Source: an optimization exercise on an open RTL-to-GDS flow (aim: small area, a short achievable clock period and few clock cycles per item). Production flows keep margins and buffers that such runs may drop.
In this exercise RTL edits were held to simulation tests only and were not proved equivalent to the original.

==> run a: inputs <==
Design bsn_law, start of the top module:
module bsn_law (
    input             clk,
    input             rst,
    input             start,
    input      [3:0]  law_type,
    input             manual,
    input             track_en,
    input      [31:0] track,
    input      [31:0] x0,
    input      [31:0] x1,
    input      [31:0] x2,
    input      [31:0] x3,
    input      [31:0] c0,
    input      [31:0] c1,
    input      [31:0] c2,
    input      [31:0] c3,
    input      [31:0] c4,
    input      [5:0]  sh0,
    input      [5:0]  sh1,
    input      [5:0]  sh2,
    input      [5:0]  sh3,
    input      [5:0]  sh4,
    input      [31:0] s0,
    input      [31:0] s1,
    input      [31:0] s2,
    input      [31:0] s3,
    input      [31:0] outhi,
    input      [31:0] outlo,
    input      [31:0] manval,
    output reg        done,
    output reg [31:0] outv,
    output reg [31:0] ns0,
    output reg [31:0] ns1,
    output reg [31:0] ns2,
    output reg [31:0] ns3,
    output            sat_acc,
    output            sat_out,
    output            lim_hi,
    output            lim_lo
);
    localparam [3:0] T_LEADLAG = 4'h2;
    localparam [3:0] T_FILTER2 = 4'h3;
    localparam [3:0] T_RATELIM = 4'h4;
    localparam [3:0] T_SUM     = 4'h6;
    localparam [71:0] ACC_MAX = {1'b0, {71{1'b1}}};
    localparam [71:0] ACC_MIN = {1'b1, {71{1'b0}}};
    wire is_ll  = (law_type == T_LEADLAG);
    wire is_f2  = (law_type == T_FILTER2);
    wire is_rl  = (law_type == T_RATELIM);
    wire is_sum = (law_type == T_SUM);
    wire prodlaw = (is_ll | is_f2 | is_sum) & ~manual;
    reg        r_ll, r_f2, r_rl, r_sum, r_trk;
    reg [31:0] r_hi, r_lo;
    reg        busy;        
    reg [2:0]  k;
    wire [2:0] kk    = busy ? k : 3'd0;
    wire       v1    = busy | (start & prodlaw);
  ...
==> flow/config.mk <==
export PLATFORM = sky130hd
export DESIGN_NAME = bsn_law
export DESIGN_NICKNAME = bsn_law
export VERILOG_FILES = /design/flow/design.v
export SDC_FILE = /design/flow/constraint.sdc
export NUM_CORES = 4
export LEC_CHECK = 0
export ABC_AREA = 1
export CAP_MARGIN = 20
export CORE_MARGIN = 2
export CORE_UTILIZATION = 40
export SETUP_SLACK_MARGIN = 5
export SLEW_MARGIN = 20
==> flow/constraint.sdc <==
create_clock -name core_clock -period 25.0 [get_ports {clk}]
set_input_delay 5.0000 -clock core_clock [delete_from_list [all_inputs] [get_ports {clk}]]
set_output_delay 5.0000 -clock core_clock [all_outputs]
set_load 0.01 [all_outputs]
run.sh (not shown) runs the stock make flow with config.mk's settings and CLKGATE_MAP_FILE= SYNTH_SCRIPT=/design/flow/synth_recipe.tcl, a recipe that flattens the netlist after the stock synthesis.
==> run b (differences from run a) <==
--- a/flow/design.v
+++ b/flow/design.v
@@ -71,15 +71,14 @@
     wire [63:0] row0, row1;
     bsn_mul u_mul (.a(opm), .b(opc), .r0(row0), .r1(row1));
     reg [63:0] m_r0, m_r1;
     reg [5:0]  m_sh;
     reg        m_neg, m_first, m_last, m_v;
     reg [71:0] acc;
-    reg [1:0]  sfl;         
     reg        satf;
-    wire [71:0] accv = sfl[0] ? ACC_MAX : sfl[1] ? ACC_MIN : acc;
+    wire [71:0] accv = acc;
     wire [63:0] prod = m_r0 + m_r1;
     wire [87:0] p88  = {prod, 24'd0};
     wire [87:0] al   = $signed(p88) >>> m_sh;
     wire [72:0] a73  = al[72:0];
     wire [63:48] fits;
     genvar gi;
@@ -93,27 +92,22 @@
     wire [71:0] accin = m_first ? 72'd0 : accv;
     wire [73:0] sum74 = {{2{accin[71]}}, accin} + t74 + {73'd0, m_neg};
     wire ovf   = ~((sum74[73:71] == 3'b000) | (sum74[73:71] == 3'b111));
     wire tneg  = prod[63] ^ m_neg;
     wire s_pos = big ? ~tneg : (ovf & ~sum74[73]);
     wire s_neg = big ?  tneg : (ovf &  sum74[73]);
-    wire [34:0] x35  = {{3{x0[31]}}, x0};
-    wire [34:0] s35  = {{3{s0[31]}}, s0};
-    wire [34:0] c035 = {{3{c0[31]}}, c0};
-    wire [34:0] c135 = {{3{c1[31]}}, c1};
-    wire [34:0] d_gt = x35 - s35 - c035;       
-    wire [34:0] d_lt = x35 - s35 + c135;       
-    wire [34:0] r_lt = c035 + c135;            
-    wire rl_gt  = ~d_gt[34] & (|d_gt);
-    wire rl_lo  = rl_gt ? r_lt[34] : d_lt[34];
-    wire [33:0] rl_up = {s0[31], s0[31], s0} + {c0[31], c0[31], c0};
-    wire [33:0] rl_dn = {s0[31], s0[31], s0} - {c1[31], c1[31], c1};
-    wire [33:0] rl_sum = rl_lo ? rl_dn : rl_gt ? rl_up : {x0[31], x0[31], x0};
-    wire [47:0] ld_q = manual   ? {{16{manval[31]}}, manval} :
-                       track_en ? {{16{track[31]}}, track} :
-                                  {{14{rl_sum[33]}}, rl_sum};
+    wire signed [33:0] rl_up = $signed({s0[31], s0[31], s0}) + $signed({c0[31], c0[31], c0});
+    wire signed [33:0] rl_dn = $signed({s0[31], s0[31], s0}) - $signed({c1[31], c1[31], c1});
+    wire signed [33:0] rl_x  = $signed({x0[31], x0[31], x0});
+    wire rl_gt  = (rl_x > rl_up);
+    wire rl_lox = (rl_x < rl_dn);
+    wire rl_lou = (rl_up < rl_dn);
+    wire rl_lo  = rl_gt ? rl_lou : rl_lox;
+    wire signed [33:0] rl_sum = rl_lo ? rl_dn : rl_gt ? rl_up : rl_x;
+    wire        ld_rl = ~manual & ~track_en;
+    wire [47:0] ld_mt = manual ? {{16{manval[31]}}, manval} : {{16{track[31]}}, track};
     always @(posedge clk) begin
         if (rst) begin
             busy <= 1'b0;
             m_v  <= 1'b0;
             done <= 1'b0;
         end else begin
@@ -134,24 +128,23 @@
         m_r0    <= row0;
         m_r1    <= row1;
         m_sh    <= opsh;
         m_neg   <= opneg;
         m_first <= ~busy;
         m_last  <= last1;
-        if (start & ~prodlaw) begin
-            acc  <= {ld_q, 24'd0};
-            sfl  <= 2'b00;
+        if (start & ~prodlaw & ld_rl) begin
+            acc  <= {{14{rl_sum[33]}}, rl_sum, 24'd0};
+            satf <= 1'b0;
+        end else if (start & ~prodlaw) begin
+            acc  <= {ld_mt, 24'd0};
             satf <= 1'b0;
         end else begin
-            if (m_last & r_trk) begin
+            if (m_last & r_trk)
                 acc <= {{16{track[31]}}, track, 24'd0};
-                sfl <= 2'b00;
-            end else begin
-                acc <= sum74[71:0];
-                sfl <= {s_neg, s_pos};
-            end
+            else
+                acc <= s_pos ? ACC_MAX : s_neg ? ACC_MIN : sum74[71:0];
             satf <= (~m_first & satf) | s_pos | s_neg;
         end
     end
     wire [47:0] uq = accv[71:24];
     wire [23:0] uf = accv[23:0];
     wire [47:0] hi48 = {{16{r_hi[31]}}, r_hi};
==> flow/flow/run.sh (new file) <==
#!/bin/bash
# Layout flow: the standard flow (standard synthesis included), with
# timing repair aimed at a larger setup slack margin and plain buffers on the
# ports instead of the delay cells buffer_ports picks by default. Each tool's
# output stays in ORFS's per-step logs under orfs/logs; make's own output goes
# to flow_make.log here.
set -euo pipefail
source "$(dirname "$0")/knobs.sh"
bash standard.sh SETUP_SLACK_MARGIN=${MARGIN} \
  "BUFFER_PORTS_ARGS=-buffer_cell ${PORT_BUF}" finish > flow_make.log 2>&1
==> flow/flow/knobs.sh (new file) <==
MARGIN=14
PORT_BUF=sky130_fd_sc_hd__buf_1
==> flow/standard.sh (new file) <==
#!/bin/bash
# synth_recipe.tcl (not shown) runs the flow's synth.tcl, then flattens the netlist and writes it again
# the make line also repeats each setting of config.mk as NAME=value (left out here)
make -C /OpenROAD-flow-scripts/flow DESIGN_CONFIG=/design/flow/config.mk WORK_HOME=/design/flow/orfs CLKGATE_MAP_FILE= SYNTH_SCRIPT=/design/flow/synth_recipe.tcl "${@:-finish}"
- CORE_UTILIZATION: 40 -> 48
- SETUP_SLACK_MARGIN: 5 -> default
removed: flow/run.sh
==> run notes <==
Of run b and run a, run a has the higher die area (gap about 20%, measured against run a).
Against run b, the flip-flop and latch count of run a is higher by 2.
Against run a, the worst setup slack of run b is higher by 1900 ps.
Against run b, the clock skew of run a is higher by 7.0 ps.
Testbench counts of run a, summed over its fixed seeds: cycles 61,512, items 12,000.
Testbench counts of run b, summed over its fixed seeds: cycles 61,512, items 12,000.

## what the ideal ports hide
Ports are ideal in the flow. The routed layouts listed here were re-timed in OpenROAD.
Step 1: set_driving_cell puts a clkbuf_16 on clk and a buf_2 on each other input, an assumption about the parent block.
Step 2 adds t to the input delays and takes it off the output delays; t is the mean of the earliest and latest rising clock arrival at the registers after step 1. Input paths then give back, and output paths get back, about the clock's delay inside the block.
Slacks: no drivers / after step 1 / after step 2; pairs: no drivers / after step 1.
run | shift t [ns] | setup WS [ns] | worst hold slack (ns) | worst slew at a driven data input, ns | pins driven straight from the clock port
run a | 0.693 | 12.021 / 12.084 / 11.391 | 0.457 / 0.457 / 0.457 | 0.34 | 1
run b | 0.667 | 13.957 / 13.854 / 13.317 | 0.535 / 0.535 / 0.535 | 0.28 | 1
After both steps setup and hold are still met in every run listed. The setup slack of run b, which loses most, moves by -0.103 ns with the drivers and by -0.640 ns with both steps.
